Source: an optimization exercise on an open RTL-to-GDS flow (aim: small area, a short achievable clock period and few clock cycles). Production flows keep margins and buffers that such runs may drop.
In this exercise RTL edits were held to simulation tests only and were not proved equivalent to the original.
Power is estimated from default activity; no workload was simulated.

==> design/flow/config.mk <==
export PLATFORM = sky130hd
export DESIGN_NAME = dz3_pq_engine
export DESIGN_NICKNAME = dz3_pq_engine
export VERILOG_FILES = /design/flow/design.v
export SDC_FILE = /design/flow/constraint.sdc
export NUM_CORES = 4
export LEC_CHECK = 0
export CAP_MARGIN = 20
export CORE_MARGIN = 2
export CORE_UTILIZATION = 50
export PLACE_DENSITY = 0.6
export SLEW_MARGIN = 20
==> design/flow/constraint.sdc <==
create_clock -name core_clock -period 6.5 [get_ports {clk}]
set_input_delay 1.3000 -clock core_clock [delete_from_list [all_inputs] [get_ports {clk}]]
set_output_delay 1.3000 -clock core_clock [all_outputs]
set_load 0.01 [all_outputs]
==> design/flow/design.v <==
module dz3_pq_engine (
    input  wire         clk,
    input  wire         rst_n,
    input  wire         cmd_valid,
    output wire         cmd_ready,
    input  wire [1:0]   cmd_op,
    input  wire [5:0]   cmd_x,
    input  wire [5:0]   cmd_y,
    input  wire         in_valid,
    output wire         in_ready,
    input  wire [127:0] in_p,
    input  wire [127:0] in_q,
    input  wire [127:0] in_d,
    output reg          out_valid,
    output reg  [127:0] out_p,
    output reg  [127:0] out_q
);
    localparam [1:0] OP_ACC   = 2'd0;
    localparam [1:0] OP_ACC_P = 2'd1;
    localparam [1:0] OP_REC1Q = 2'd2;
    localparam [1:0] OP_REC2  = 2'd3;
    localparam [2:0] PH_IDLE = 3'd0;    
    localparam [2:0] PH_ZD   = 3'd1;    
    localparam [2:0] PH_ZR   = 3'd2;    
    localparam [2:0] PH_DOWN = 3'd3;    
    localparam [2:0] PH_UP   = 3'd4;    
    function [7:0] zech_inv;
        input [5:0] n;
        begin
            case (n)
            6'd0: zech_inv = 8'h00;
            6'd1: zech_inv = 8'hF4;
            6'd2: zech_inv = 8'hA7;
            6'd3: zech_inv = 8'h9D;
            6'd4: zech_inv = 8'h72;
            6'd5: zech_inv = 8'hED;
            6'd6: zech_inv = 8'h5F;
            6'd7: zech_inv = 8'h54;
            6'd8: zech_inv = 8'hA0;
            6'd9: zech_inv = 8'hA9;
            6'd10: zech_inv = 8'hFB;
            6'd11: zech_inv = 8'h74;
            6'd12: zech_inv = 8'h85;
            6'd13: zech_inv = 8'hE4;
            6'd14: zech_inv = 8'hC0;
            6'd15: zech_inv = 8'h8A;
            6'd16: zech_inv = 8'h67;
            6'd17: zech_inv = 8'hDC;
            6'd18: zech_inv = 8'h26;
            6'd19: zech_inv = 8'h63;
            6'd20: zech_inv = 8'hF2;
            6'd21: zech_inv = 8'hE9;
            6'd22: zech_inv = 8'hB4;
            6'd23: zech_inv = 8'hD2;
            6'd24: zech_inv = 8'h02;
            6'd25: zech_inv = 8'h8E;
            6'd26: zech_inv = 8'hBA;
            6'd27: zech_inv = 8'hAA;
            6'd28: zech_inv = 8'hDE;
            6'd29: zech_inv = 8'h89;
            6'd30: zech_inv = 8'h57;
            6'd31: zech_inv = 8'h59;
            6'd32: zech_inv = 8'hAC;
            6'd33: zech_inv = 8'h2C;
            6'd34: zech_inv = 8'h93;
            6'd35: zech_inv = 8'h09;
            6'd36: zech_inv = 8'h60;
            6'd37: zech_inv = 8'h1E;
            6'd38: zech_inv = 8'hBC;
            6'd39: zech_inv = 8'hA4;
            6'd40: zech_inv = 8'hB3;
            6'd41: zech_inv = 8'h43;
            6'd42: zech_inv = 8'hEB;
            6'd43: zech_inv = 8'hDA;
            6'd44: zech_inv = 8'h6A;
            6'd45: zech_inv = 8'h12;
            6'd46: zech_inv = 8'hC7;
            6'd47: zech_inv = 8'h39;
            6'd48: zech_inv = 8'h04;
            6'd49: zech_inv = 8'h69;
            6'd50: zech_inv = 8'h47;
            6'd51: zech_inv = 8'h98;
            6'd52: zech_inv = 8'h3E;
            6'd53: zech_inv = 8'hD0;
            6'd54: zech_inv = 8'h23;
            6'd55: zech_inv = 8'h82;
            6'd56: zech_inv = 8'h97;
            6'd57: zech_inv = 8'h7B;
            6'd58: zech_inv = 8'h52;
            6'd59: zech_inv = 8'hF6;
            6'd60: zech_inv = 8'hC5;
            6'd61: zech_inv = 8'h2F;
            6'd62: zech_inv = 8'h91;
            6'd63: zech_inv = 8'h1C;
            endcase
        end
    endfunction
    function [63:0] gf_mat;
        input [7:0] c;
        reg   [7:0] x;
        integer j;
        begin
            x = c;
            for (j = 0; j < 8; j = j + 1) begin
                gf_mat[8*j +: 8] = x;
                x = {x[6:0], 1'b0} ^ (x[7] ? 8'h1D : 8'h00);
            end
        end
    endfunction
    reg       p_valid;
    reg       p_free;      
    reg [1:0] p_op;
    reg [5:0] p_x;
    reg [5:0] p_y;
    reg [2:0] ph;
    reg [5:0] cnt;
    reg       xlt;         
    reg [7:0] r;           
    reg [7:0] A;           
    reg       streaming;   
    reg [8:0] bcnt;
    reg       at_last;     
    reg [1:0] d_op;
    reg [63:0] m1;
    reg [63:0] m2;
    assign cmd_ready = p_free;
    assign in_ready  = streaming;
    wire fire_cmd  = cmd_valid && p_free;
    wire fire_in   = in_valid && streaming;
    wire last_beat = fire_in && at_last;
    wire p_ready   = p_valid && (ph == PH_IDLE);
    wire load_d    = p_ready && (!streaming || last_beat);
    wire [7:0] r_up   = {r[6:0], 1'b0} ^ (r[7] ? 8'h1D : 8'h00);    
    wire [7:0] r_down = {1'b0, r[7:1]} ^ (r[0] ? 8'h8E : 8'h00);    
    wire [5:0] d_xy   = xlt ? (p_y - p_x) : (p_x - p_y);
    always @(posedge clk) begin
        if (!rst_n) begin
            p_valid <= 1'b0;
            p_free  <= 1'b1;
            ph      <= PH_IDLE;
        end else begin
            if (fire_cmd) begin
                p_valid <= 1'b1;
                p_free  <= 1'b0;
                p_op    <= cmd_op;
                p_x     <= cmd_x;
                p_y     <= cmd_y;
                cnt     <= cmd_x;
                r       <= 8'd1;
                A       <= 8'd1;
                case (cmd_op)
                    OP_ACC:   ph <= PH_UP;
                    OP_ACC_P: begin ph <= PH_IDLE; r <= 8'd0; end
                    OP_REC1Q: ph <= PH_DOWN;
                    default:  ph <= PH_ZD;
                endcase
            end else if (load_d) begin
                p_valid <= 1'b0;
                p_free  <= 1'b1;
            end
            case (ph)
                PH_ZD: begin
                    xlt <= (p_x < p_y);
                    ph  <= PH_ZR;
                end
                PH_ZR: begin
                    r   <= zech_inv(d_xy);
                    cnt <= xlt ? p_x : p_y;
                    ph  <= PH_DOWN;
                end
                PH_DOWN: begin
                    if (cnt != 6'd0) begin
                        r   <= r_down;
                        cnt <= cnt - 6'd1;
                    end else begin
                        A <= r;
                        if (p_op == OP_REC2) begin
                            cnt <= p_y;
                            ph  <= PH_UP;
                        end else begin
                            r   <= 8'd0;
                            ph  <= PH_IDLE;
                        end
                    end
                end
                PH_UP: begin
                    if (cnt != 6'd0) begin
                        r   <= r_up;
                        cnt <= cnt - 6'd1;
                    end else begin
                        ph  <= PH_IDLE;
                    end
                end
                default: ;
            endcase
        end
    end
    always @(posedge clk) begin
        if (!rst_n) begin
            streaming <= 1'b0;
            bcnt      <= 9'd0;
            at_last   <= 1'b0;
        end else begin
            if (fire_in) begin
                bcnt    <= at_last ? 9'd0 : bcnt + 9'd1;
                at_last <= (bcnt == 9'd256);
            end
            if (load_d)
                streaming <= 1'b1;
            else if (last_beat)
                streaming <= 1'b0;
        end
    end
    always @(posedge clk) begin
        if (load_d) begin
            d_op <= p_op;
            m1   <= gf_mat(r);
            m2   <= gf_mat(A);
        end
    end
    always @(posedge clk) begin
        if (!rst_n)
            out_valid <= 1'b0;
        else
            out_valid <= fire_in;
    end
    wire d_rec   = d_op[1];
    wire d_rec1q = (d_op == OP_REC1Q);
    wire d_rec2  = (d_op == OP_REC2);
    reg [127:0] res_p;
    reg [127:0] res_q;
    reg [7:0]   sum, a, q, e;
    integer n, i, j;
    always @(*) begin
        for (n = 0; n < 16; n = n + 1) begin
            a = d_rec ? in_p[8*n +: 8] : in_d[8*n +: 8];
            q = in_q[8*n +: 8];
            e = d_rec ? in_p[8*n +: 8] : (in_p[8*n +: 8] ^ in_d[8*n +: 8]);
            for (i = 0; i < 8; i = i + 1) begin
                sum[i] = 1'b0;
                for (j = 0; j < 8; j = j + 1)
                    sum[i] = sum[i] ^ (m1[8*j+i] & a[j]) ^ (m2[8*j+i] & q[j]);
            end
            res_p[8*n +: 8] = d_rec ? sum : e;
            res_q[8*n +: 8] = (d_rec1q ? 8'd0 : sum) ^ (d_rec2 ? e : 8'd0);
        end
    end
    always @(posedge clk) begin
        out_p <= res_p;
        out_q <= res_q;
    end
endmodule
==> design/flow/run.sh <==
#!/bin/bash
# synth_recipe.tcl (not shown) runs the flow's synth.tcl, then flattens the netlist and writes it again
# the make line also repeats each setting of config.mk as NAME=value (left out here)
make -C /OpenROAD-flow-scripts/flow DESIGN_CONFIG=/design/flow/config.mk WORK_HOME=/design/flow/orfs CLKGATE_MAP_FILE= SYNTH_SCRIPT=/design/flow/synth_recipe.tcl finish
==> flow_metrics.env, run 1 <==
export IMPL_cp_depth=11
export IMPL_combPwrFrac_pct=71.1
export IMPL_gp_congestion=0.9408
export IMPL_reg2reg_from="p_y[0]"
export IMPL_io_buffer_count=660
export IMPL_clk_pin_slew_ns=0.06
export IMPL_clkPwrFrac_pct=11.5
export IMPL_min_path_type="reg -> reg"
export IMPL_cap_violations=0
export IMPL_crit_top_cell="inv_1"
export IMPL_htreeDepth=2
export IMPL_start_util_pct=50.58
export IMPL_skew_ns=0.03794
export IMPL_ys_seq_elements=370
export IMPL_grtUsageTotal_pct=37.49
export IMPL_drt_first_iter_violations=4101
export IMPL_cpPeakStageDelay_ns=0.79
export IMPL_vias=42520
export IMPL_placed_area_sq_mm=0.05173
export IMPL_drtAntennaViolNets=0
export IMPL_drt_vias_per_instance=5.497
export IMPL_global_route_overflow_total=0
export IMPL_grt_max_degree=212
export IMPL_ir_drop_uv=263.2
export IMPL_worstSetupPathType="reg -> reg"
export IMPL_synthesis_nets=6624
export IMPL_p_seq_share_pct=17.4
export IMPL_layout_area_overhead_vs_synth_pct=19.04
export IMPL_maxSlewViolCount=0
export IMPL_num_rows=109
export IMPL_routedWlPerCell_um=23.10
export IMPL_postSynth_asyncResetShare_pct=0
export IMPL_cts_buffers=47
export IMPL_critPathArrivalTime_ns=4.36
export IMPL_dr_pass1_iters=5
export IMPL_rsz0062_at_grt="false"
export IMPL_synth_top_flop_cell="dfxtp_1"
export IMPL_r2r_end="r[1]"
export IMPL_final_area_sq_mm=0.05338
export IMPL_startpoint="p_y[0]"
export IMPL_fin_crit_ns=3.949
export IMPL_p_sw_mw=10.78
export IMPL_cts_path_max_buffers=3
export IMPL_internal_power_mw=12.49
export IMPL_cts_setup_buffers=0
export IMPL_synth_cell_area_sq_mm=0.04484
export IMPL_rrSetupSlack_ns=2.55
export IMPL_cp_required_ns=6.91
export IMPL_end_kind="flip-flop"
export IMPL_fin_cells=7735
export IMPL_grt_pass1_wl_mm=259.3
export IMPL_synthCells=6198
export IMPL_path_max_fanout=22
export IMPL_core_area_sq_mm=0.08865
export IMPL_slew_limit_headroom_pct=16.17
export IMPL_synth_largest_area_cell="xnor2_1"
export IMPL_die_area_sq_mm=0.09209
export IMPL_power_density_mw_per_mm2=436.0
export IMPL_setup_tns_ns=0
export IMPL_p_leak_nw=21.14
export IMPL_holdBufCountCts=0
export IMPL_synth_area_top_cells="xnor2_1, nand2_1, dfxtp_1, xor2_1, edfxtp_1"
export IMPL_antenna_found_initial=25
export IMPL_cts_tree="built"
export IMPL_finalPower_mw=23.27
export IMPL_drive_gt1_share_pct=4.689
export IMPL_synth_top_cell_area_share_pct=28.44
export IMPL_hold_path_startpoint="p_op[1]"
export IMPL_setup_violations_final=0
export IMPL_cpMaxStageDelayCell="xor2_2"
export IMPL_cts_root_buffer="clkbuf_16"
export IMPL_dpl_hpwl_mm=127.2
export IMPL_drc=0
export IMPL_period_share_pct=60.76
export IMPL_path_cells="inv_1 > ha_1 > inv_1 > fa_1 > mux2i_1 > xor2_2 > nand2_1 > and3_1 > o211ai_1 > or4b_1 > a221o_1"
export IMPL_syn_area_per_cell_sq_um=7.235
export IMPL_ys_warn_count=1
export IMPL_r2r_cells=11
export IMPL_clk_latency_ns=0.66
export IMPL_worst_pin_slew_ns=1.257
export IMPL_place_inst=7626
export IMPL_ys_seq_area_share_pct=18.68
export IMPL_critPathLaunchType="flip-flop"
export IMPL_status="complete, no violations"
export IMPL_synth_distinct_cells=64
export IMPL_cpLargestDelayFamily="simple AND/OR/NAND/NOR gates"
export IMPL_drt_wl_total_mm=178.7
export IMPL_worstSetupEndpoint="r[1]"
export IMPL_swShare_pct=46.31
export IMPL_fmax_mhz=253.2
export IMPL_hold_viol_final=0
export IMPL_first_global_vias=39590
export IMPL_die_y_um=303.5
export IMPL_cts_num_sinks=370
export IMPL_crit_buf_inv=2
export IMPL_nNetsFinal=6938
export IMPL_ios=661
export IMPL_postLayoutCoreUtil_pct=60.22
export IMPL_dieWidth_um=303.5
export IMPL_cts_resized=0
export IMPL_synth_edf_count=97
[layout make-up]
class | count | area [sq um]
inverter | 31 | 116.4
fill | 8233 | 35270
tap | 1165 | 1458
multi-input combinational | 5315 | 34390
clock buffer | 60 | 1318
clock inverter | 24 | 235.2
antenna | 23 | 57.56
sequential | 370 | 8378
timing repair buffer | 747 | 7431
[cell usage after synthesis (80+ instances only)]
| cell | count |
|---|---|
| xnor3_1 | 80 |
| buf_2 | 111 |
| mux2_2 | 109 |
| a21oi_1 | 161 |
| dfxtp_1 | 273 |
| nand2_1 | 2175 |
| o21ai_0 | 201 |
| nor2_1 | 248 |
| xor2_1 | 495 |
| clkbuf_1 | 310 |
| and3_1 | 88 |
| edfxtp_1 | 97 |
| xnor2_1 | 1456 |
[power groups by stage]
stage / Clock (mW) / Combinational [mW] / Sequential [mW]
after floorplan: 0 / 10.4 / 4.21
after global placement: 0 / 16.2 / 4.12
after detailed placement: 0 / 16.3 / 4.10
after CTS: 2.72 / 16.4 / 4.06
after global routing: 2.80 / 17.5 / 4.14
final: 2.67 / 16.5 / 4.06
[flip-flops by register name (all words and copies together), names as in the netlist, 6 cells and up]
name / flops
r: 8
A: 8
bcnt: 9
cnt: 6
p_y: 6
out_p: 128
p_x: 6
m2: 29
m1: 29
out_q: 128
[worst min-delay path by stage]
stage | end | slack (ns) | depth (start not counted)
finish | d_op[1] | 0.50 | 0
global route | d_op[0] | 0.52 | 0
CTS | d_op[1] | 0.50 | 0
detailed placement | d_op[1] | 0.49 | 0
global placement | bcnt[5] | 0.49 | 2
floorplan | m1[17] | 0.42 | 0
[cells in the final DEF (no fill, tap or decap), drive strengths merged, types with 23 or more instances in the layout]
master / count
xnor3: 80
edfxtp: 97
and3: 88
xnor2: 1456
dfxtp: 273
nor2: 248
o2bb2ai: 48
mux2i: 61
nand2: 2175
clkbuf: 60
mux2: 135
a21oi: 161
diode: 23
inv: 36
buf: 87
clkdlybuf4s50: 660
xor2: 495
o21ai: 203
[kinds of logic after synthesis]
logic type / after synthesis / synth area share [%]
multiplexers: 199 / 5.120
adder cells (fa/ha/maj): 24 / 0.7031
buffers and inverters: 513 / 4.713
flip-flops: 370 / 18.68
AO/OA/AOI/OAI: 482 / 6.219
XOR/XNOR: 2031 / 42.12
AND/OR/NAND/NOR: 2579 / 22.44
[per-stage QoR]
step / hold WS [ns] / worst slack (ns)
final: 0.4979 / 2.551
after global routing: 0.5178 / 2.300
after CTS: 0.5012 / 2.564
after detailed placement: 0.4891 / 2.248
after global placement: 0.4899 / 2.244
after floorplan: 0.4244 / 1.278
[per-layer routing]
layer | track usage, % | part of all wire [%]
met4 | 25.46 | 7.1
met5 | 0 | 0.014
met2 | 61.53 | 47
met1 | 45.16 | 38
met3 | 5.947 | 8.5
Testbench counts, summed over its fixed seeds: cycles 49,728.
==> run 2: changes to the inputs <==
--- a/design/flow/config.mk
+++ b/design/flow/config.mk
@@ -7,2 +7,3 @@
 export LEC_CHECK = 0
+export ABC_CLOCK_PERIOD_IN_PS = 3000
 export CAP_MARGIN = 20
@@ -11,2 +12,3 @@
 export PLACE_DENSITY = 0.6
+export SETUP_SLACK_MARGIN = 3.0
 export SLEW_MARGIN = 20
==> run 2 against run 1 <==
Effect of this change: total power increased by 2.9%; sequential cell count unchanged; hold slack improved by 0.012 ns; highest routed layer unchanged; final cell count about the same; still clean on timing, DRC and antenna; clock skew increased by 0.048 ns.
==> flow_metrics.env, run 2 <==
export IMPL_status="complete, no violations"
export IMPL_clk_latency_ns=0.67
export IMPL_synth_area_top_cells="xnor2_1, nand2_1, dfxtp_1, xor2_1, edfxtp_1"
export IMPL_path_cells="clkdlybuf4s50_1 > nand2_1 > xor2_1 > xnor2_1 > xnor2_1 > xnor3_1 > and3_1 > o21ai_0 > o21ai_0"
export IMPL_layout_area_overhead_vs_synth_pct=20.58
export IMPL_first_global_vias=39720
export IMPL_synthesis_nets=6624
export IMPL_cpMaxStageDelayCell="clkdlybuf4s50_1"
export IMPL_synth_largest_area_cell="xnor2_1"
export IMPL_dpl_hpwl_mm=127.7
export IMPL_power_density_mw_per_mm2=442.9
export IMPL_ios=661
export IMPL_grtUsageTotal_pct=37.66
export IMPL_setup_tns_ns=0
export IMPL_fmax_mhz=286.4
export IMPL_setup_violations_final=0
export IMPL_end_kind="flip-flop"
export IMPL_final_cell_mix="nand2_1, xnor2_1, clkdlybuf4s50_1"
export IMPL_cpLargestDelayFamily="XOR/XNOR gates"
export IMPL_synthCells=6198
export IMPL_ir_drop_uv=280.2
export IMPL_path_max_fanout=8
export IMPL_drc=0
export IMPL_ys_warn_count=1
export IMPL_worstSetupPathType="in -> reg"
export IMPL_htreeDepth=2
export IMPL_hold_viol_final=0
export IMPL_grt_max_degree=113
export IMPL_ys_seq_elements=370
export IMPL_cpPeakStageDelay_ns=0.72
export IMPL_die_y_um=303.5
export IMPL_cp_required_ns=7.02
export IMPL_global_route_overflow_total=0
export IMPL_holdBufCountCts=0
export IMPL_postSynth_asyncResetShare_pct=0
export IMPL_final_area_sq_mm=0.05407
export IMPL_synth_edf_count=97
export IMPL_period_share_pct=53.72
export IMPL_drive_gt1_share_pct=5.755
export IMPL_critPathLaunchType="input pin"
export IMPL_die_area_sq_mm=0.09209
export IMPL_cts_num_sinks=370
export IMPL_dr_pass1_iters=7
export IMPL_routedWlPerCell_um=23.49
export IMPL_grt_pass1_wl_mm=260.6
export IMPL_num_rows=109
export IMPL_cts_root_buffer="clkbuf_16"
export IMPL_worst_pin_slew_ns=1.303
export IMPL_crit_buf_inv=1
export IMPL_start_util_pct=50.58
export IMPL_min_path_type="reg -> reg"
export IMPL_drt_vias_per_instance=5.517
export IMPL_fill_cells=8260
export IMPL_cap_violations=0
export IMPL_ys_seq_area_share_pct=18.68
export IMPL_hold_path_startpoint="p_op[1]"
export IMPL_dieWidth_um=303.5
export IMPL_io_buffer_count=660
export IMPL_cts_path_max_buffers=3
export IMPL_p_leak_nw=21.57
export IMPL_synth_common_cells="nand2_1, xnor2_1, xor2_1"
export IMPL_startpoint="in_q[83]"
export IMPL_clk_pin_slew_ns=0.06
export IMPL_nNetsFinal=6940
export IMPL_antenna_found_initial=27
export IMPL_drtAntennaViolNets=0
export IMPL_layout_commonest_cell="nand2_1"
export IMPL_maxSlewViolCount=0
export IMPL_synth_top_flop_cell="dfxtp_1"
export IMPL_core_area_sq_mm=0.08865
export IMPL_fin_crit_ns=3.492
export IMPL_skew_ns=0.08627
export IMPL_vias=42700
export IMPL_slew_limit_headroom_pct=13.15
export IMPL_syn_area_per_cell_sq_um=7.235
export IMPL_rsz0062_at_grt="true"
export IMPL_gp_congestion=0.9271
export IMPL_largestRegisters="out_p: 128 flops, out_q: 128 flops"
export IMPL_cts_tree="built"
export IMPL_drt_first_iter_violations=4390
export IMPL_critPathArrivalTime_ns=4.01
export IMPL_cts_buffers=47
export IMPL_drt_wl_total_mm=181.8
export IMPL_synth_top_cell_area_share_pct=28.44
export IMPL_synth_most_common_cell="nand2_1"
export IMPL_synth_distinct_cells=64
export IMPL_reg2reg_from="d_op[1]"
export IMPL_placed_area_sq_mm=0.05161
export IMPL_synth_cell_area_sq_mm=0.04484
## run 2: cell counts after synthesis
No cell type changed its count.
## run 2: layout make-up
| type | count | area [sq um] | share of cell area, % |
|---|---|---|---|
| well taps | 1165 | 1458 | 2.696 |
| flip-flops and latches | 370 | 8378 | 15.50 |
| clock buffers | 64 | 1343 | 2.483 |
| inverters | 31 | 116.4 | 0.2152 |
| repair buffers | 749 | 7575 | 14.01 |
| clock inverters | 22 | 302.8 | 0.5600 |
| diodes | 23 | 57.56 | 0.1064 |
| multi-input cells | 5315 | 34840 | 64.43 |
## run 2: what timing repair did
item | CTS | global route
cloned | 1 | 3
setup buffers | 3 | 7
pin swaps | 0 | 3
gates resized for setup | 23 | 73
endpoints found under the setup margin | 74 | 93
## run 2: routing by layer
| metal | up-vias | track usage [%] | wire, um |
|---|---|---|---|
| li1 | 20010 | - | - |
| met1 | 20020 | 45.07 | 67800 |
| met2 | 2156 | 61.72 | 84800 |
| met3 | 503 | 5.426 | 14590 |
| met4 | 6 | 27.45 | 14550 |
| met5 | - | 0 | 41 |
## run 2: path summary, 6_finish.rpt
check	end	slack [ns]	depth (start not counted)
worst min register to register	d_op[1]	0.51	0
worst max register to register	out_q[34]	3.05	10
worst min-delay path	d_op[1]	0.51	0
worst max-delay path	out_q[83]	3.01	9
## run 2: logic make-up (layout without fill, tap and decap cells)
family | after synthesis | in the layout | share of synthesized area, %
buffers and inverters | 513 | 866 | 4.713
xor gates and xnor gates | 2031 | 2031 | 42.12
muxes | 199 | 199 | 5.120
and+or+nand+nor | 2579 | 2579 | 22.44
other | 0 | 23 | 0
AOI/OAI and AO/OA | 482 | 482 | 6.219
DFF | 370 | 370 | 18.68
adders and majority gates | 24 | 24 | 0.7031
## run 2: power by group
group / internal (mW) / switching (mW) / total (mW)
Combinational: 7.72 / 9.21 / 16.9
Sequential: 3.49 / 0.718 / 4.20
Clock: 1.66 / 1.15 / 2.81
Total: 12.9 / 11.1 / 23.9
## run 2: stage by stage
step	utilization [%]	total power [mW]	setup WS, ns	hold slack (ns)	std cells
2_1_floorplan	-	14.58	2.708	0.4244	6198
3_3_place_gp	58.22	20.42	2.245	0.4874	7615
3_5_place_dp	58.22	20.55	2.203	0.4921	7615
4_1_cts	60.30	23.55	3.006	0.5093	7705
5_1_grt	60.99	25.03	2.941	0.5300	7739
6_report	60.99	23.95	3.008	0.5097	7739
==> run 3: changes to the inputs <==
--- a/design/flow/design.v
+++ b/design/flow/design.v
@@ -134,3 +134,4 @@
     wire [7:0] r_down = {1'b0, r[7:1]} ^ (r[0] ? 8'h8E : 8'h00);    
-    wire [5:0] d_xy   = xlt ? (p_y - p_x) : (p_x - p_y);
+    wire       x_lt_y = (p_x < p_y);
+    wire [5:0] d_xy   = x_lt_y ? (p_y - p_x) : (p_x - p_y);
     always @(posedge clk) begin
@@ -162,3 +163,4 @@
                 PH_ZD: begin
-                    xlt <= (p_x < p_y);
+                    xlt <= x_lt_y;
+                    cnt <= d_xy;
                     ph  <= PH_ZR;
@@ -166,3 +168,3 @@
                 PH_ZR: begin
-                    r   <= zech_inv(d_xy);
+                    r   <= zech_inv(cnt);
                     cnt <= xlt ? p_x : p_y;
--- a/design/flow/config.mk
+++ b/design/flow/config.mk
@@ -12,3 +12,3 @@
 export PLACE_DENSITY = 0.6
-export SETUP_SLACK_MARGIN = 3.0
+export SETUP_SLACK_MARGIN = 3.5
 export SLEW_MARGIN = 20
==> run 3 against run 2 <==
Effect of this change: still clean; die area is 2.8% higher; sequential share of layout area is 3.1 points lower; worst setup slack better by 0.090 ns; design area is 28% higher; critical path type is now reg -> reg; largest cell class unchanged.
==> flow_metrics.env, run 3 <==
export IMPL_cts_buffers=47
export IMPL_syn_area_per_cell_sq_um=7.045
export IMPL_clk_pin_slew_ns=0.05
export IMPL_synth_edf_count=97
export IMPL_synth_distinct_cells=100
export IMPL_htreeDepth=2
export IMPL_die_y_um=307.7
export IMPL_setup_tns_ns=0
export IMPL_ys_warn_count=1
export IMPL_synth_cell_area_sq_mm=0.04611
export IMPL_critPathArrivalTime_ns=3.91
export IMPL_rrSetupSlack_ns=3.10
export IMPL_grtUsageTotal_pct=39.34
export IMPL_dpl_hpwl_mm=129.1
export IMPL_drt_first_iter_violations=5664
export IMPL_end_kind="flip-flop"
export IMPL_cp_depth=13
export IMPL_layout_commonest_cell="nand2_1"
export IMPL_reg2reg_from="p_y[0]"
export IMPL_num_rows=111
export IMPL_first_global_vias=44470
export IMPL_ys_seq_area_share_pct=18.52
export IMPL_synth_top_flop_cell="dfxtp_1"
export IMPL_worstSetupPathType="reg -> reg"
export IMPL_slew_limit_headroom_pct=11.68
export IMPL_vias=50060
export IMPL_dieWidth_um=307.7
export IMPL_layout_area_overhead_vs_synth_pct=49.72
export IMPL_cts_path_max_buffers=3
export IMPL_core_area_sq_mm=0.09152
export IMPL_maxSlewViolCount=0
export IMPL_path_max_fanout=4
export IMPL_grt_pass1_wl_mm=283.3
export IMPL_io_buffer_count=660
export IMPL_setup_violations_final=0
export IMPL_p_leak_nw=31.52
export IMPL_drt_vias_per_instance=5.655
export IMPL_whs_ns=0.4675
export IMPL_path_cells="ha_4 > fa_2 > nor2b_4 > o2111ai_4 > buf_4 > a31oi_1 > or3_4 > a31oi_4 > buf_12 > o211ai_1 > o32ai_2 > o211ai_1 > a211oi_2"
export IMPL_synthesis_nets=6971
export IMPL_cpLargestDelayFamily="compound AO/OA/AOI/OAI gates"
export IMPL_cap_violations=0
export IMPL_largestRegisters="out_p: 128 flops, out_q: 128 flops"
export IMPL_crit_top_cell="o211ai_1"
export IMPL_critPathLaunchType="flip-flop"
export IMPL_drc=0
export IMPL_nNetsFinal=8021
export IMPL_ios=661
export IMPL_startpoint="p_y[0]"
export IMPL_drtAntennaViolNets=0
export IMPL_global_route_overflow_total=0
export IMPL_routedWlPerCell_um=24.01
export IMPL_rsz0062_at_grt="true"
export IMPL_hold_viol_final=0
export IMPL_status="complete, no violations"
export IMPL_worst_pin_slew_ns=1.325
export IMPL_cts_num_sinks=378
export IMPL_synthCells=6545
export IMPL_fmax_mhz=294.0
export IMPL_cpPeakStageDelay_ns=0.51
export IMPL_period_share_pct=52.34
export IMPL_power_density_mw_per_mm2=438.3
export IMPL_ys_seq_elements=378
export IMPL_ir_drop_uv=299.3
export IMPL_cp_required_ns=7.01
export IMPL_r2r_cells=13
export IMPL_synth_common_cells="nand2_1, xnor2_1, xor2_1"
export IMPL_postSynth_asyncResetShare_pct=0
export IMPL_min_path_type="reg -> reg"
export IMPL_synth_largest_area_cell="xnor2_1"
export IMPL_cpMaxStageDelayCell="o211ai_1"
export IMPL_grt_max_degree=129
export IMPL_fin_crit_ns=3.402
export IMPL_final_cell_mix="nand2_1, xnor2_1, buf_4"
export IMPL_dr_pass1_iters=6
export IMPL_synth_area_top_cells="xnor2_1, nand2_1, dfxtp_1, xor2_1, edfxtp_1"
export IMPL_synth_top_cell_area_share_pct=24.75
export IMPL_drive_gt1_share_pct=25.86
export IMPL_skew_ns=0.03184
export IMPL_die_area_sq_mm=0.09467
export IMPL_synth_most_common_cell="nand2_1"
export IMPL_start_util_pct=50.38
export IMPL_antenna_found_initial=39
export IMPL_cts_tree="built"
export IMPL_holdBufCountCts=0
export IMPL_drt_wl_total_mm=212.5
export IMPL_crit_buf_inv=2
export IMPL_cts_root_buffer="clkbuf_16"
export IMPL_gp_congestion=0.9422
export IMPL_clk_latency_ns=0.66
-- run 3: cell types whose count changed after synthesis, moves of 48 or more --
cell,previous run,this run
mux2_2,109,0
nand2_1,2175,2483
xnor2_1,1456,1303
mux2i_1,61,138
nor2_1,248,46
and3_1,88,6
a21oi_1,161,53
inv_1,31,291
clkbuf_1,310,369
xor2_1,495,543
buf_2,111,41
o21ai_0,201,292
o21ai_1,2,136
-- run 3: worst min path at each step --
stage	slack (ns)	endpoint	cells after the start	from
2_1_floorplan	0.42	m1[17]	0	r[7]
3_3_place_gp	0.46	p_valid	2	p_valid
3_5_place_dp	0.46	p_valid	2	p_valid
4_1_cts	0.47	p_valid	2	p_valid
5_1_grt	0.51	d_op[1]	0	p_op[1]
6_report	0.47	p_valid	2	p_valid
-- run 3: final cells by class --
type | count | area, sq um
diodes | 33 | 82.58
clock buffers | 60 | 1328
clock inverters | 27 | 352.8
fillers | 6628 | 22490
inverters | 295 | 1124
multi-input cells | 5386 | 41090
flip-flops and latches | 378 | 8548
well taps | 1186 | 1484
repair buffers | 1487 | 15030
-- run 3: metrics by stage --
step	worst slack (ns)	instance area (sq um)	total power, mW	instances	utilization, %
finish	3.098	69040	30.26	8852	75.43
global route	2.983	69030	31.37	8847	75.42
CTS	3.159	61590	27.15	8366	67.29
detailed placement	1.704	53990	21.97	7973	58.99
global placement	1.740	53970	21.83	7972	58.97
floorplan	3.221	47360	16.17	6545	-
-- run 3: metal layers --
metal	global-route usage, %	up-vias	share of wire (%)
met5	0	-	0.027
met1	46.20	23750	35
met3	6.538	866	10
met2	65.84	3087	46
li1	-	22350	-
met4	26.57	8	9.4
-- run 3: kinds of logic after synthesis --
logic type	Yosys count	synth area share (%)
AND/OR/NAND/NOR	2646	22.33
XOR/XNOR	1973	41.27
buffers and inverters	782	6.569
AO/OA/AOI/OAI	603	7.617
flip-flops	378	18.52
multiplexers	139	3.020
adder cells (fa/ha/maj)	24	0.6838
-- run 3: what timing repair did --
action                                  in CTS  in global routing
cloned                                       6                 47
pin swaps                                  310                571
hold endpoints to repair                     0                  0
resized for setup                          865               1192
endpoints found under the setup margin     275                210
buffers inserted                           300                405
-- run 3: power breakdown --
part	internal [mW]	switching, mW
Sequential	3.53	0.550
Combinational	11.6	11.7
Clock	1.73	1.21
-- run 3: worst register-to-register path: cells and delay by family, from the launching register on --
kind                       cells  cell delay, ns
buffers and inverters          2            0.36
adders and majority gates      2            0.57
DFF                            1            0.44
AOI/OAI and AO/OA              7            1.52
and+or+nand+nor                2            0.38
Testbench counts of run 3, summed over its fixed seeds: cycles 49,728.
==> run 4: changes to the inputs <==
==> design/flow/flow/run.sh (new file) <==
#!/bin/bash
# Standard layout, with the port buffers made of sky130_fd_sc_hd__buf_2 instead of the
# resizer's default choice. Each tool's full output goes to a log file in this folder.
set -euo pipefail
bash standard.sh "BUFFER_PORTS_ARGS=-buffer_cell sky130_fd_sc_hd__buf_2" finish > standard.log 2>&1
==> design/flow/standard.sh (new file) <==
#!/bin/bash
# synth_recipe.tcl (not shown) runs the flow's synth.tcl, then flattens the netlist and writes it again
# the make line also repeats each setting of config.mk as NAME=value (left out here)
make -C /OpenROAD-flow-scripts/flow DESIGN_CONFIG=/design/flow/config.mk WORK_HOME=/design/flow/orfs CLKGATE_MAP_FILE= SYNTH_SCRIPT=/design/flow/synth_recipe.tcl "${@:-finish}"
removed: design/flow/run.sh
==> run 4 against run 3 <==
Effect of this change: still clean on timing, DRC and antenna; count of clock-buffer cells in the layout rose by 10; via count fell by 6.6%; hold slack improved by 0.018 ns; fmax rose by 0.33%; global-route usage fell by 1.5 points; sequential share of layout area rose by 2.0 points; critical path type unchanged; largest cell class unchanged; largest power group unchanged.
==> flow_metrics.env, run 4 <==
export IMPL_min_path_type="reg -> reg"
export IMPL_largestRegisters="out_p: 128 flops, out_q: 128 flops"
export IMPL_core_area_sq_mm=0.09152
export IMPL_final_area_sq_mm=0.05948
export IMPL_cp_required_ns=7.04
export IMPL_critPathLaunchType="flip-flop"
export IMPL_cap_violations=0
export IMPL_fill_cells=8003
export IMPL_drt_wl_total_mm=191.9
export IMPL_fin_cells=8452
export IMPL_setup_tns_ns=0
export IMPL_ys_seq_area_share_pct=18.52
export IMPL_critPathArrivalTime_ns=3.93
export IMPL_crit_buf_inv=2
export IMPL_end_kind="flip-flop"
export IMPL_cts_tree="built"
export IMPL_cts_buffers=47
export IMPL_slew_limit_headroom_pct=17.37
export IMPL_grt_max_degree=80
export IMPL_synth_top_cell_area_share_pct=24.75
export IMPL_rrSetupSlack_ns=3.11
export IMPL_cts_root_buffer="clkbuf_16"
export IMPL_ir_drop_uv=280.7
export IMPL_maxSlewViolCount=0
export IMPL_synth_most_common_cell="nand2_1"
export IMPL_synth_distinct_cells=100
export IMPL_fmax_mhz=294.9
export IMPL_synth_largest_area_cell="xnor2_1"
export IMPL_status="complete, no violations"
export IMPL_final_cell_mix="nand2_1, xnor2_1, buf_2"
export IMPL_start_util_pct=50.38
export IMPL_cpMaxStageDelayCell="edfxtp_1"
export IMPL_dpl_hpwl_mm=126.2
export IMPL_layout_area_overhead_vs_synth_pct=29.00
export IMPL_ys_warn_count=1
export IMPL_first_global_vias=43250
export IMPL_hold_viol_final=0
export IMPL_synth_cell_area_sq_mm=0.04611
export IMPL_grt_pass1_wl_mm=272.6
export IMPL_synth_top_flop_cell="dfxtp_1"
export IMPL_dr_pass1_iters=8
export IMPL_drive_gt1_share_pct=23.37
export IMPL_io_buffer_count=660
export IMPL_synth_common_cells="nand2_1, xnor2_1, xor2_1"
export IMPL_routedWlPerCell_um=22.70
export IMPL_cts_num_sinks=378
export IMPL_clk_latency_ns=0.66
export IMPL_worstSetupPathType="reg -> reg"
export IMPL_synthCells=6545
export IMPL_setup_violations_final=0
export IMPL_vias=46780
export IMPL_gp_congestion=0.9191
export IMPL_ios=661
export IMPL_fin_crit_ns=3.391
export IMPL_rsz0062_at_grt="true"
export IMPL_cts_path_max_buffers=3
export IMPL_worst_pin_slew_ns=1.239
export IMPL_die_area_sq_mm=0.09467
export IMPL_dieWidth_um=307.7
export IMPL_synth_area_top_cells="xnor2_1, nand2_1, dfxtp_1, xor2_1, edfxtp_1"
export IMPL_power_density_mw_per_mm2=450.8
export IMPL_synth_edf_count=97
export IMPL_drtAntennaViolNets=0
export IMPL_clk_pin_slew_ns=0.06
export IMPL_skew_ns=0.02747
export IMPL_crit_top_cell="ha_4"
export IMPL_antenna_found_initial=36
export IMPL_postLayoutCoreUtil_pct=64.99
export IMPL_synthesis_nets=6971
export IMPL_ys_seq_elements=378
export IMPL_period_share_pct=52.16
export IMPL_path_max_fanout=7
export IMPL_syn_area_per_cell_sq_um=7.045
export IMPL_multi_input_area_sq_mm=0.03882
export IMPL_drc=0
export IMPL_place_inst=7967
export IMPL_drt_first_iter_violations=4613
export IMPL_global_route_overflow_total=0
export IMPL_path_cells="ha_4 > fa_2 > nor2b_4 > o2111ai_4 > a311oi_2 > a311o_1 > o22ai_4 > buf_4 > buf_6 > ha_4 > nor3_4 > o2bb2ai_1 > o21ai_0 > and4_1"
export IMPL_htreeDepth=2
export IMPL_num_rows=111
export IMPL_cpLargestDelayFamily="compound AO/OA/AOI/OAI gates"
export IMPL_layout_commonest_cell="nand2_1"
export IMPL_final_seq_area_sq_mm=0.008542
export IMPL_cpPeakStageDelay_ns=0.45
export IMPL_p_leak_nw=26.68
export IMPL_grtUsageTotal_pct=37.88
export IMPL_postSynth_asyncResetShare_pct=0
export IMPL_drt_vias_per_instance=5.535
export IMPL_die_y_um=307.7
export IMPL_nNetsFinal=7621
export IMPL_placed_area_sq_mm=0.05061
[run 4: cell count changes in the layout (fill, tap and decap cells not counted), sizes merged, moves of 2 or more]
| cell | previous run | this run |
|---|---|---|
| clkinv | 16 | 8 |
| clkbuf | 161 | 93 |
| dlygate4sd2 | 31 | 0 |
| buf | 838 | 1058 |
| clkdlybuf4s50 | 354 | 0 |
| bufbuf | 3 | 6 |
| dlymetal6s2s | 143 | 0 |
| clkdlybuf4s18 | 2 | 0 |
| clkdlybuf4s15 | 15 | 0 |
| bufinv | 7 | 3 |
| diode | 33 | 35 |
[run 4: layout make-up]
class / count / area share [%]
multi-input cells: 5386 / 65.26
flip-flops and latches: 378 / 14.36
repair buffers: 1087 / 13.17
well taps: 1186 / 2.495
clock buffers: 70 / 2.383
inverters: 295 / 1.878
clock inverters: 15 / 0.3050
diodes: 35 / 0.1472
[run 4: logic make-up (layout without fill, tap and decap cells)]
| kind of cell | count (synthesis) | in the layout | share of synthesized area (%) |
|---|---|---|---|
| AO/OA/AOI/OAI | 603 | 604 | 7.617 |
| XOR/XNOR | 1973 | 1973 | 41.27 |
| adder cells (fa/ha/maj) | 24 | 24 | 0.6838 |
| buffers and inverters | 782 | 1467 | 6.569 |
| flip-flops | 378 | 378 | 18.52 |
| multiplexers | 139 | 139 | 3.020 |
| other | 0 | 35 | 0 |
| AND/OR/NAND/NOR | 2646 | 2646 | 22.33 |
[run 4: worst min-delay path, delay by kind of cell, from the launching register on]
family	cells	cell delay [ns]
AO/OA/AOI/OAI	1	0.05
buffers and inverters	1	0.06
flip-flops	1	0.32
[run 4: where the power goes]
part,total (mW),leakage [nW],internal [mW],switching [mW]
combinational,20.0,22.6,9.31,10.7
clock,2.81,0.787,1.63,1.18
sequential,4.01,3.27,3.52,0.491
total,26.8,26.7,14.5,12.3
[run 4: final timing paths]
kind / cells past startpoint / end / startpoint
worst max-delay path: 14 / flip-flop / p_y[0]
worst min-delay path: 2 / p_valid / p_valid
worst max register to register: 14 / flip-flop / p_y[0]
worst min register to register: 2 / p_valid / p_valid
[run 4: what timing repair did]
| action | 4_1_cts | 5_1_grt |
|---|---|---|
| hold buffers | 0 | 0 |
| buffers inserted | 134 | 198 |
| cloned | 14 | 18 |
| pin swaps | 73 | 245 |
| setup endpoints to repair | 268 | 146 |
| resized for setup | 366 | 273 |
[run 4: per-layer routing]
metal | GRT usage, % | vias to the layer above | routed length (um)
li1 | - | 21600 | -
met1 | 43.96 | 22220 | 69140
met2 | 63.40 | 2357 | 89880
met3 | 5.863 | 598 | 16170
met4 | 27.69 | 6 | 16680
met5 | 0 | - | 30
[run 4: through the flow]
step           total power, mW  setup WS [ns]  hold slack [ns]
6_report                 26.81          3.109           0.4857
5_1_grt                  28.04          2.967           0.5041
4_1_cts                  24.96          3.157           0.4729
3_5_place_dp             20.97          1.685           0.4648
3_3_place_gp             20.84          1.709           0.4587
2_1_floorplan            16.17          3.221           0.4244
==> run 5: changes to the inputs <==
--- a/design/flow/design.v
+++ b/design/flow/design.v
@@ -22,6 +22,7 @@
     localparam [2:0] PH_IDLE = 3'd0;    
-    localparam [2:0] PH_ZD   = 3'd1;    
-    localparam [2:0] PH_ZR   = 3'd2;    
-    localparam [2:0] PH_DOWN = 3'd3;    
-    localparam [2:0] PH_UP   = 3'd4;    
+    localparam [2:0] PH_UPX  = 3'd1;    
+    localparam [2:0] PH_DNX  = 3'd2;    
+    localparam [2:0] PH_JNT  = 3'd3;    
+    localparam [2:0] PH_DNM  = 3'd4;    
+    localparam [2:0] PH_UPY  = 3'd5;    
     function [7:0] zech_inv;
@@ -112,7 +113,6 @@
     reg [1:0] p_op;
-    reg [5:0] p_x;
-    reg [5:0] p_y;
+    reg [5:0] cx;
+    reg [5:0] cy;
+    reg [5:0] cm;
     reg [2:0] ph;
-    reg [5:0] cnt;
-    reg       xlt;         
     reg [7:0] r;           
@@ -122,3 +122,6 @@
     reg       at_last;     
-    reg [1:0] d_op;
+    reg       d_sel_lo;    
+    reg       d_sel_hi;    
+    reg       d_rec1q;
+    reg       d_rec2;
     reg [63:0] m1;
@@ -134,4 +137,6 @@
     wire [7:0] r_down = {1'b0, r[7:1]} ^ (r[0] ? 8'h8E : 8'h00);    
-    wire       x_lt_y = (p_x < p_y);
-    wire [5:0] d_xy   = x_lt_y ? (p_y - p_x) : (p_x - p_y);
+    wire [7:0] f_d    = zech_inv(cx | cy);                          
+    wire       cx_nz  = (cx != 6'd0);
+    wire       cy_nz  = (cy != 6'd0);
+    wire       cm_nz  = (cm != 6'd0);
     always @(posedge clk) begin
@@ -140,58 +145,73 @@
             p_free  <= 1'b1;
-            ph      <= PH_IDLE;
+        end else if (fire_cmd) begin
+            p_valid <= 1'b1;
+            p_free  <= 1'b0;
+        end else if (load_d) begin
+            p_valid <= 1'b0;
+            p_free  <= 1'b1;
+        end
+    end
+    always @(posedge clk) begin
+        if (fire_cmd) begin
+            p_op <= cmd_op;
+            cx   <= cmd_x;
+            cy   <= cmd_y;
+            cm   <= 6'd0;
+            r    <= 8'd1;
+            A    <= 8'd1;
+            case (cmd_op)
+                OP_ACC:   ph <= PH_UPX;
+                OP_ACC_P: begin ph <= PH_IDLE; r <= 8'd0; end
+                OP_REC1Q: ph <= PH_DNX;
+                default:  ph <= PH_JNT;
+            endcase
         end else begin
-            if (fire_cmd) begin
-                p_valid <= 1'b1;
-                p_free  <= 1'b0;
-                p_op    <= cmd_op;
-                p_x     <= cmd_x;
-                p_y     <= cmd_y;
-                cnt     <= cmd_x;
-                r       <= 8'd1;
-                A       <= 8'd1;
-                case (cmd_op)
-                    OP_ACC:   ph <= PH_UP;
-                    OP_ACC_P: begin ph <= PH_IDLE; r <= 8'd0; end
-                    OP_REC1Q: ph <= PH_DOWN;
-                    default:  ph <= PH_ZD;
-                endcase
-            end else if (load_d) begin
-                p_valid <= 1'b0;
-                p_free  <= 1'b1;
-            end
             case (ph)
-                PH_ZD: begin
-                    xlt <= x_lt_y;
-                    cnt <= d_xy;
-                    ph  <= PH_ZR;
-                end
-                PH_ZR: begin
-                    r   <= zech_inv(cnt);
-                    cnt <= xlt ? p_x : p_y;
-                    ph  <= PH_DOWN;
-                end
-                PH_DOWN: begin
-                    if (cnt != 6'd0) begin
-                        r   <= r_down;
-                        cnt <= cnt - 6'd1;
-                    end else begin
-                        A <= r;
-                        if (p_op == OP_REC2) begin
-                            cnt <= p_y;
-                            ph  <= PH_UP;
-                        end else begin
-                            r   <= 8'd0;
-                            ph  <= PH_IDLE;
-                        end
-                    end
-                end
-                PH_UP: begin
-                    if (cnt != 6'd0) begin
-                        r   <= r_up;
-                        cnt <= cnt - 6'd1;
-                    end else begin
-                        ph  <= PH_IDLE;
-                    end
-                end
-                default: ;
+                PH_UPX: begin
+                    if (cx_nz) begin
+                        r  <= r_up;
+                        cx <= cx - 6'd1;
+                    end else begin
+                        ph <= PH_IDLE;
+                    end
+                end
+                PH_DNX: begin
+                    if (cx_nz) begin
+                        r  <= r_down;
+                        cx <= cx - 6'd1;
+                    end else begin
+                        A  <= r;
+                        r  <= 8'd0;
+                        ph <= PH_IDLE;
+                    end
+                end
+                PH_JNT: begin
+                    if (cx_nz && cy_nz) begin
+                        cx <= cx - 6'd1;
+                        cy <= cy - 6'd1;
+                        cm <= cm + 6'd1;
+                    end else begin
+                        r  <= f_d;
+                        ph <= PH_DNM;
+                    end
+                end
+                PH_DNM: begin
+                    if (cm_nz) begin
+                        r  <= r_down;
+                        cm <= cm - 6'd1;
+                    end else begin
+                        A  <= r;
+                        r  <= f_d;
+                        ph <= PH_UPY;
+                    end
+                end
+                PH_UPY: begin
+                    if (cy_nz) begin
+                        r  <= r_up;
+                        cy <= cy - 6'd1;
+                    end else begin
+                        ph <= PH_IDLE;
+                    end
+                end
+                default: ph <= PH_IDLE;
             endcase
@@ -200,16 +220,8 @@
     always @(posedge clk) begin
-        if (!rst_n) begin
+        if (!rst_n)
             streaming <= 1'b0;
-            bcnt      <= 9'd0;
-            at_last   <= 1'b0;
-        end else begin
-            if (fire_in) begin
-                bcnt    <= at_last ? 9'd0 : bcnt + 9'd1;
-                at_last <= (bcnt == 9'd256);
-            end
-            if (load_d)
-                streaming <= 1'b1;
-            else if (last_beat)
-                streaming <= 1'b0;
-        end
+        else if (load_d)
+            streaming <= 1'b1;
+        else if (last_beat)
+            streaming <= 1'b0;
     end
@@ -217,5 +229,17 @@
         if (load_d) begin
-            d_op <= p_op;
-            m1   <= gf_mat(r);
-            m2   <= gf_mat(A);
+            bcnt    <= 9'd0;
+            at_last <= 1'b0;
+        end else if (fire_in) begin
+            bcnt    <= bcnt + 9'd1;
+            at_last <= (bcnt == 9'd256);
+        end
+    end
+    always @(posedge clk) begin
+        if (load_d) begin
+            d_sel_lo <= p_op[1];
+            d_sel_hi <= !p_op[1];
+            d_rec1q  <= (p_op == OP_REC1Q);
+            d_rec2   <= (p_op == OP_REC2);
+            m1       <= gf_mat(r);
+            m2       <= gf_mat(A);
         end
@@ -228,5 +252,3 @@
     end
-    wire d_rec   = d_op[1];
-    wire d_rec1q = (d_op == OP_REC1Q);
-    wire d_rec2  = (d_op == OP_REC2);
+    wire d_rec = d_rec1q | d_rec2;
     reg [127:0] res_p;
@@ -237,3 +259,6 @@
         for (n = 0; n < 16; n = n + 1) begin
-            a = d_rec ? in_p[8*n +: 8] : in_d[8*n +: 8];
+            if (n < 8)
+                a = d_sel_lo ? in_p[8*n +: 8] : in_d[8*n +: 8];
+            else
+                a = d_sel_hi ? in_d[8*n +: 8] : in_p[8*n +: 8];
             q = in_q[8*n +: 8];
--- a/design/flow/config.mk
+++ b/design/flow/config.mk
@@ -12,3 +12,3 @@
 export PLACE_DENSITY = 0.6
-export SETUP_SLACK_MARGIN = 3.5
+export SETUP_SLACK_MARGIN = 3.3
 export SLEW_MARGIN = 20
==> run 5 against run 4 <==
Effect of this change: sequential power is 15% higher; first-iteration DRC count is 10% higher; fmax is 3.3% higher; combinational power is about 10% lower; design area is 17% lower; wire length is 10% lower; core utilization is 8.2 points lower; register-to-register slack better by 0.11 ns; via count is 11% lower; synthesized cell count is 6.2% lower; largest cell class unchanged; largest power group unchanged; highest routed layer unchanged.
==> flow_metrics.env, run 5 <==
export IMPL_ys_seq_area_share_pct=18.81
export IMPL_hold_path_startpoint="p_valid"
export IMPL_rsz0062_at_grt="false"
export IMPL_htreeDepth=2
export IMPL_period_share_pct=50.48
export IMPL_drc=0
export IMPL_synth_area_top_cells="xnor2_1, nand2_1, dfxtp_1, xor2_1, edfxtp_1"
export IMPL_start_util_pct=50.61
export IMPL_p_seq_share_pct=18.2
export IMPL_die_y_um=301.0
export IMPL_finalPower_mw=25.42
export IMPL_end_kind="flip-flop"
export IMPL_cpLargestDelayFamily="XOR/XNOR gates"
export IMPL_grt_max_degree=142
export IMPL_synth_most_common_cell="nand2_1"
export IMPL_fin_ws_ns=3.219
export IMPL_crit_top_cell="xnor2_1"
export IMPL_antenna_found_initial=47
export IMPL_grtUsageTotal_pct=36.42
export IMPL_gp_congestion=0.8985
export IMPL_skew_ns=0.03159
export IMPL_cts_tree="built"
export IMPL_worstSetupPathType="reg -> reg"
export IMPL_die_area_sq_mm=0.09062
export IMPL_final_cell_mix="nand2_1, xnor2_1, buf_2"
export IMPL_ir_drop_uv=283.1
export IMPL_ys_seq_elements=371
export IMPL_reg2reg_from="m2[35]"
export IMPL_setup_violations_final=0
export IMPL_num_rows=108
export IMPL_p_leak_nw=20.35
export IMPL_cts_buffers=45
export IMPL_largestRegisters="out_p: 128 flops, out_q: 128 flops"
export IMPL_cp_required_ns=7.03
export IMPL_routedWlPerCell_um=22.36
export IMPL_combPwrFrac_pct=70.9
export IMPL_synth_distinct_cells=68
export IMPL_path_cells="nand2_1 > xnor2_1 > xnor2_1 > xnor2_1 > xnor2_1 > xnor2_1 > nor2_1 > xnor2_1"
export IMPL_critPathLaunchType="flip-flop"
export IMPL_io_buffer_count=660
export IMPL_layout_commonest_cell="nand2_1"
export IMPL_swShare_pct=50.13
export IMPL_min_path_type="reg -> reg"
export IMPL_drt_first_iter_violations=5080
export IMPL_p_sw_mw=12.74
export IMPL_cap_violations=0
export IMPL_synth_cell_area_sq_mm=0.04411
export IMPL_slew_limit_headroom_pct=19.47
export IMPL_ys_warn_count=1
export IMPL_synth_common_cells="nand2_1, xnor2_1, xor2_1"
export IMPL_syn_area_per_cell_sq_um=7.183
export IMPL_synth_largest_area_cell="xnor2_1"
export IMPL_postSynth_asyncResetShare_pct=0
export IMPL_synth_edf_count=87
export IMPL_fill_cells=8441
export IMPL_crit_buf_inv=0
export IMPL_status="complete, no violations"
export IMPL_cts_path_max_buffers=3
export IMPL_core_area_sq_mm=0.08716
export IMPL_clk_pin_slew_ns=0.07
export IMPL_maxSlewViolCount=0
export IMPL_drtAntennaViolNets=0
export IMPL_dr_pass1_iters=6
export IMPL_holdBufCountCts=0
export IMPL_internal_power_mw=12.68
export IMPL_power_density_mw_per_mm2=513.6
export IMPL_worst_pin_slew_ns=1.208
export IMPL_startpoint="m2[35]"
export IMPL_cpMaxStageDelayCell="edfxtp_1"
export IMPL_dp_slack_ns=2.934
export IMPL_drt_wl_total_mm=172.3
export IMPL_hold_viol_final=0
export IMPL_synth_top_flop_cell="dfxtp_1"
export IMPL_fmax_mhz=304.8
export IMPL_ios=661
export IMPL_dpl_hpwl_mm=120.3
export IMPL_dieWidth_um=301.0
export IMPL_cts_num_sinks=371
export IMPL_clkPwrFrac_pct=10.9
export IMPL_layout_area_overhead_vs_synth_pct=12.20
export IMPL_vias=41430
export IMPL_fin_crit_ns=3.281
export IMPL_synthCells=6141
export IMPL_nNetsFinal=6913
export IMPL_drive_gt1_share_pct=16.00
export IMPL_cpPeakStageDelay_ns=1.08
export IMPL_path_max_fanout=16
export IMPL_setup_tns_ns=0
export IMPL_synthesis_nets=6565
export IMPL_drt_vias_per_instance=5.377
export IMPL_critPathArrivalTime_ns=3.81
export IMPL_grt_pass1_wl_mm=249.1
export IMPL_first_global_vias=37400
export IMPL_global_route_overflow_total=0
export IMPL_clk_latency_ns=0.65
export IMPL_synth_top_cell_area_share_pct=36.04
export IMPL_cts_root_buffer="clkbuf_16"
[run 5: cell count changes after synthesis, moves of 132 or more]
cell      delta
nand2_1    -273
nor2_1     +260
xnor2_1    +512
o21ai_0    -257
inv_1      -264
clkbuf_1   -132
[run 5: through the flow]
step / hold WS (ns) / instances / instance area, sq um / util (%)
CTS: 0.4816 / 7622 / 48750 / 55.94
finish: 0.4804 / 7705 / 49490 / 56.78
global placement: 0.4648 / 7535 / 47070 / 54.01
global route: 0.5076 / 7699 / 49480 / 56.77
detailed placement: 0.4744 / 7535 / 47070 / 54.01
floorplan: 0.4064 / 6141 / 44110 / -
[run 5: final timing paths]
path,endpoint,slack [ns],depth (start not counted)
min,p_valid,0.48,2
max reg2reg,out_q[27],3.22,8
max,out_q[27],3.22,8
min reg2reg,p_valid,0.48,2
[run 5: worst reg2reg max path, cell delays in order, from the launching register on]
cell      delay (ns)
edfxtp_1        1.08
nand2_1         0.16
xnor2_1         0.24
xnor2_1         0.11
xnor2_1         0.69
xnor2_1         0.27
xnor2_1         0.37
nor2_1          0.09
xnor2_1         0.15
[run 5: metal layers]
metal	wire, um	GRT usage [%]	vias to the layer above
met5	209	0	-
met4	5267	11.61	36
met3	19580	8.160	342
met2	76670	56.33	2170
met1	70560	50.05	19530
li1	-	-	19350
[run 5: kinds of logic after synthesis]
family	Yosys count	share of synthesized area [%]
simple gates	2599	22.65
xor+xnor	2240	44.51
buf+inv	499	5.304
flops	371	18.81
compound gates	269	3.418
mux	141	4.669
fa+ha+maj	22	0.6410
[run 5: cell type report]
| type | instances | area, sq um | area share [%] |
|---|---|---|---|
| tap | 1155 | 1445 | 2.920 |
| multi-input combinational | 5271 | 33610 | 67.90 |
| antenna | 25 | 62.56 | 0.1264 |
| timing repair buffer | 772 | 4397 | 8.884 |
| sequential | 371 | 8298 | 16.77 |
| clock inverter | 25 | 286.5 | 0.5789 |
| clock buffer | 58 | 1287 | 2.601 |
| inverter | 28 | 108.9 | 0.2199 |
[run 5: repair_timing]
item / CTS / global route
pin swaps: 0 / 0
setup endpoints to repair: 123 / 80
resized for setup: 12 / 18
buffers inserted: 4 / 57
[run 5: power by group through the flow]
stage | Clock (mW) | Sequential (mW) | Combinational, mW
floorplan | 0 | 4.51 | 12.1
global placement | 0 | 4.80 | 17.1
detailed placement | 0 | 4.81 | 17.2
CTS | 2.79 | 4.75 | 17.4
global route | 2.87 | 4.67 | 19.1
finish | 2.77 | 4.62 | 18.0
Testbench counts of run 5, summed over its fixed seeds: cycles 49,727.
==> run 6: changes to the inputs <==
--- a/design/flow/config.mk
+++ b/design/flow/config.mk
@@ -7,3 +7,2 @@
 export LEC_CHECK = 0
-export ABC_CLOCK_PERIOD_IN_PS = 3000
 export CAP_MARGIN = 20
@@ -12,3 +11,3 @@
 export PLACE_DENSITY = 0.6
-export SETUP_SLACK_MARGIN = 3.3
+export SETUP_SLACK_MARGIN = 3.6
 export SLEW_MARGIN = 20
==> run 6 against run 5 <==
Effect of this change: die area did not move; core utilization rose by 0.50 points; critical path depth rose by 1; design area rose by 0.89%; area after synthesis did not move; sequential share of layout area fell by 0.15 points; clock skew rose by 0.022 ns; global-route usage rose by 0.073 points; largest power group unchanged.
==> flow_metrics.env, run 6 <==
export IMPL_status="complete, no violations"
export IMPL_synth_top_cell_area_share_pct=36.04
export IMPL_worstSetupPathType="reg -> reg"
export IMPL_htreeDepth=2
export IMPL_critPathArrivalTime_ns=3.41
export IMPL_whs_ns=0.4815
export IMPL_drt_vias_per_instance=5.389
export IMPL_cap_violations=0
export IMPL_synth_top_flop_cell="dfxtp_1"
export IMPL_gp_congestion=0.9051
export IMPL_p_seq_share_pct=17.5
export IMPL_fin_crit_ns=2.920
export IMPL_vias=41600
export IMPL_holdBufCountCts=0
export IMPL_synth_distinct_cells=68
export IMPL_die_area_sq_mm=0.09062
export IMPL_worst_pin_slew_ns=1.292
export IMPL_dpl_hpwl_mm=120.6
export IMPL_ios=661
export IMPL_ys_seq_elements=371
export IMPL_final_area_sq_mm=0.04993
export IMPL_grt_pass1_wl_mm=251.3
export IMPL_antenna_found_initial=48
export IMPL_setup_violations_final=0
export IMPL_cts_root_buffer="clkbuf_16"
export IMPL_rrSetupSlack_ns=3.58
export IMPL_rsz0062_at_grt="true"
export IMPL_synth_area_top_cells="xnor2_1, nand2_1, dfxtp_1, xor2_1, edfxtp_1"
export IMPL_drc=0
export IMPL_ys_warn_count=1
export IMPL_slew_limit_headroom_pct=13.89
export IMPL_synth_common_cells="nand2_1, xnor2_1, xor2_1"
export IMPL_cts_tree="built"
export IMPL_fmax_mhz=342.4
export IMPL_clk_pin_slew_ns=0.06
export IMPL_cts_num_sinks=371
export IMPL_end_kind="flip-flop"
export IMPL_min_path_type="reg -> reg"
export IMPL_internal_power_mw=12.76
export IMPL_ys_seq_area_share_pct=18.81
export IMPL_drive_gt1_share_pct=16.57
export IMPL_num_rows=108
export IMPL_synth_edf_count=87
export IMPL_path_max_fanout=9
export IMPL_placed_area_sq_mm=0.04717
export IMPL_global_route_overflow_total=0
export IMPL_p_sw_mw=12.64
export IMPL_maxSlewViolCount=0
export IMPL_grt_max_degree=126
export IMPL_first_global_vias=38150
export IMPL_layout_commonest_cell="nand2_1"
export IMPL_power_density_mw_per_mm2=508.6
export IMPL_syn_area_per_cell_sq_um=7.183
export IMPL_synthesis_nets=6565
export IMPL_combPwrFrac_pct=72.1
export IMPL_synth_cell_area_sq_mm=0.04411
export IMPL_postLayoutCoreUtil_pct=57.29
export IMPL_fill_cells=8367
export IMPL_period_share_pct=44.93
export IMPL_clkPwrFrac_pct=10.4
export IMPL_swShare_pct=49.76
export IMPL_dr_pass1_iters=6
export IMPL_ir_drop_uv=269.4
export IMPL_final_cell_mix="nand2_1, xnor2_1, buf_2"
export IMPL_largestRegisters="out_p: 128 flops, out_q: 128 flops"
export IMPL_final_seq_area_sq_mm=0.008298
export IMPL_start_util_pct=50.61
export IMPL_drtAntennaViolNets=0
export IMPL_core_area_sq_mm=0.08716
export IMPL_setup_tns_ns=0
export IMPL_synth_largest_area_cell="xnor2_1"
export IMPL_layout_area_overhead_vs_synth_pct=13.19
export IMPL_routedWlPerCell_um=22.27
export IMPL_multi_input_area_sq_mm=0.03375
export IMPL_cts_buffers=47
export IMPL_skew_ns=0.05365
export IMPL_synth_most_common_cell="nand2_1"
export IMPL_io_buffer_count=660
export IMPL_postSynth_asyncResetShare_pct=0
export IMPL_drt_first_iter_violations=4319
export IMPL_drt_wl_total_mm=172.0
export IMPL_critPathLaunchType="flip-flop"
export IMPL_nNetsFinal=6938
export IMPL_p_leak_nw=20.57
export IMPL_die_y_um=301.0
export IMPL_grtUsageTotal_pct=36.49
export IMPL_hold_viol_final=0
export IMPL_dieWidth_um=301.0
export IMPL_synthCells=6141
export IMPL_clk_latency_ns=0.63
export IMPL_cp_required_ns=6.99
export IMPL_cts_path_max_buffers=3
==> run 6: area by class of cell <==
| cell class | count | area share (%) |
|---|---|---|
| Timing Repair Buffer | 795 | 9.492 |
| Tap cell | 1155 | 2.894 |
| Clock buffer | 62 | 2.631 |
| Multi-Input combinational cell | 5271 | 67.59 |
| Inverter | 28 | 0.2255 |
| Antenna cell | 16 | 0.08019 |
| Clock inverter | 22 | 0.4636 |
| Sequential cell | 371 | 16.62 |
==> run 6: cells by family after synthesis <==
family                     Yosys count  synth area share [%]
AOI/OAI and AO/OA                  269                 3.418
xor gates and xnor gates          2240                 44.51
adders and majority gates           22                0.6410
buffers and inverters              499                 5.304
DFF                                371                 18.81
muxes                              141                 4.669
and+or+nand+nor                   2599                 22.65
==> run 6: power groups by stage <==
stage / Combinational (mW) / Sequential (mW) / Clock [mW]
after floorplan: 12.1 / 4.51 / 0
after global placement: 17.1 / 4.69 / 0
after detailed placement: 17.3 / 4.69 / 0
after CTS: 17.8 / 4.43 / 2.69
after global routing: 19.4 / 4.51 / 2.77
final: 18.3 / 4.44 / 2.65
==> run 6: repair_timing <==
item                                    in CTS  in global routing
buffers inserted                            74                  2
resized for setup                           26                 36
pin swaps                                    0                  1
endpoints found under the setup margin     243                 58
==> run 6: metrics by stage <==
step / cells / power (mW) / worst slack [ns]
finish: 7720 / 25.39 / 3.580
global route: 7718 / 26.66 / 3.601
CTS: 7701 / 24.96 / 3.616
detailed placement: 7543 / 21.96 / 2.982
global placement: 7542 / 21.80 / 2.989
floorplan: 6141 / 16.61 / 3.705
==> run 6: worst paths after layout <==
path	to	depth (start not counted)	startpoint
min	d_sel_lo	0	p_op[1]
max	out_q[73]	9	m2[1]
min reg2reg	d_sel_lo	0	p_op[1]
max reg2reg	out_q[73]	9	m2[1]
==> run 6: routing by layer <==
layer  track usage, %  wire length [um]  up-vias
met5                0               305        -
met4            11.98              6039       50
met3            7.626             18390      398
met2            56.51             75850     2105
met1            50.30             71370    19660
li1                 -                 -    19390
==> run 6: worst max-delay path, cell delays in order (launching register included) <==
cell      delay, ns
edfxtp_1       0.78
buf_16         0.23
nand2_1        0.07
xor2_1         0.17
xnor2_1        0.16
xnor2_1        0.48
xnor2_1        0.15
xnor2_1        0.46
nor2_1         0.11
xnor2_1        0.16

separate check: timing with driven ports:
No port has a modelled driver above. Below, the same layouts with a new extraction and two added sets of constraints.
Step 1 assumes that a clkbuf_16 drives the clock port and a buf_2 every other input.
Step 2 also shifts input and output timing later by t, the mid clock arrival at the registers, as if the neighbouring blocks saw the same clock.
a / b / c = ideal / step 1 / step 2; a / b = the first two.
run | t, ns | setup slack, ns | worst slew at a driven data input, ns
run 1 | 0.716 | 2.551 / 2.551 / 2.118 | 0.14
run 2 | 0.702 | 3.008 / 2.996 / 2.294 | 0.18
run 3 | 0.724 | 3.098 / 3.098 / 2.453 | 0.19
run 4 | 0.716 | 3.109 / 3.109 / 2.595 | 0.19
run 5 | 0.703 | 3.219 / 3.219 / 2.865 | 0.15
run 6 | 0.674 | 3.580 / 3.580 / 2.973 | 0.13
After both steps setup and hold are still met in every run listed. The setup slack of run 2, which loses most, moves by -0.012 ns with the drivers and by -0.714 ns with both steps.
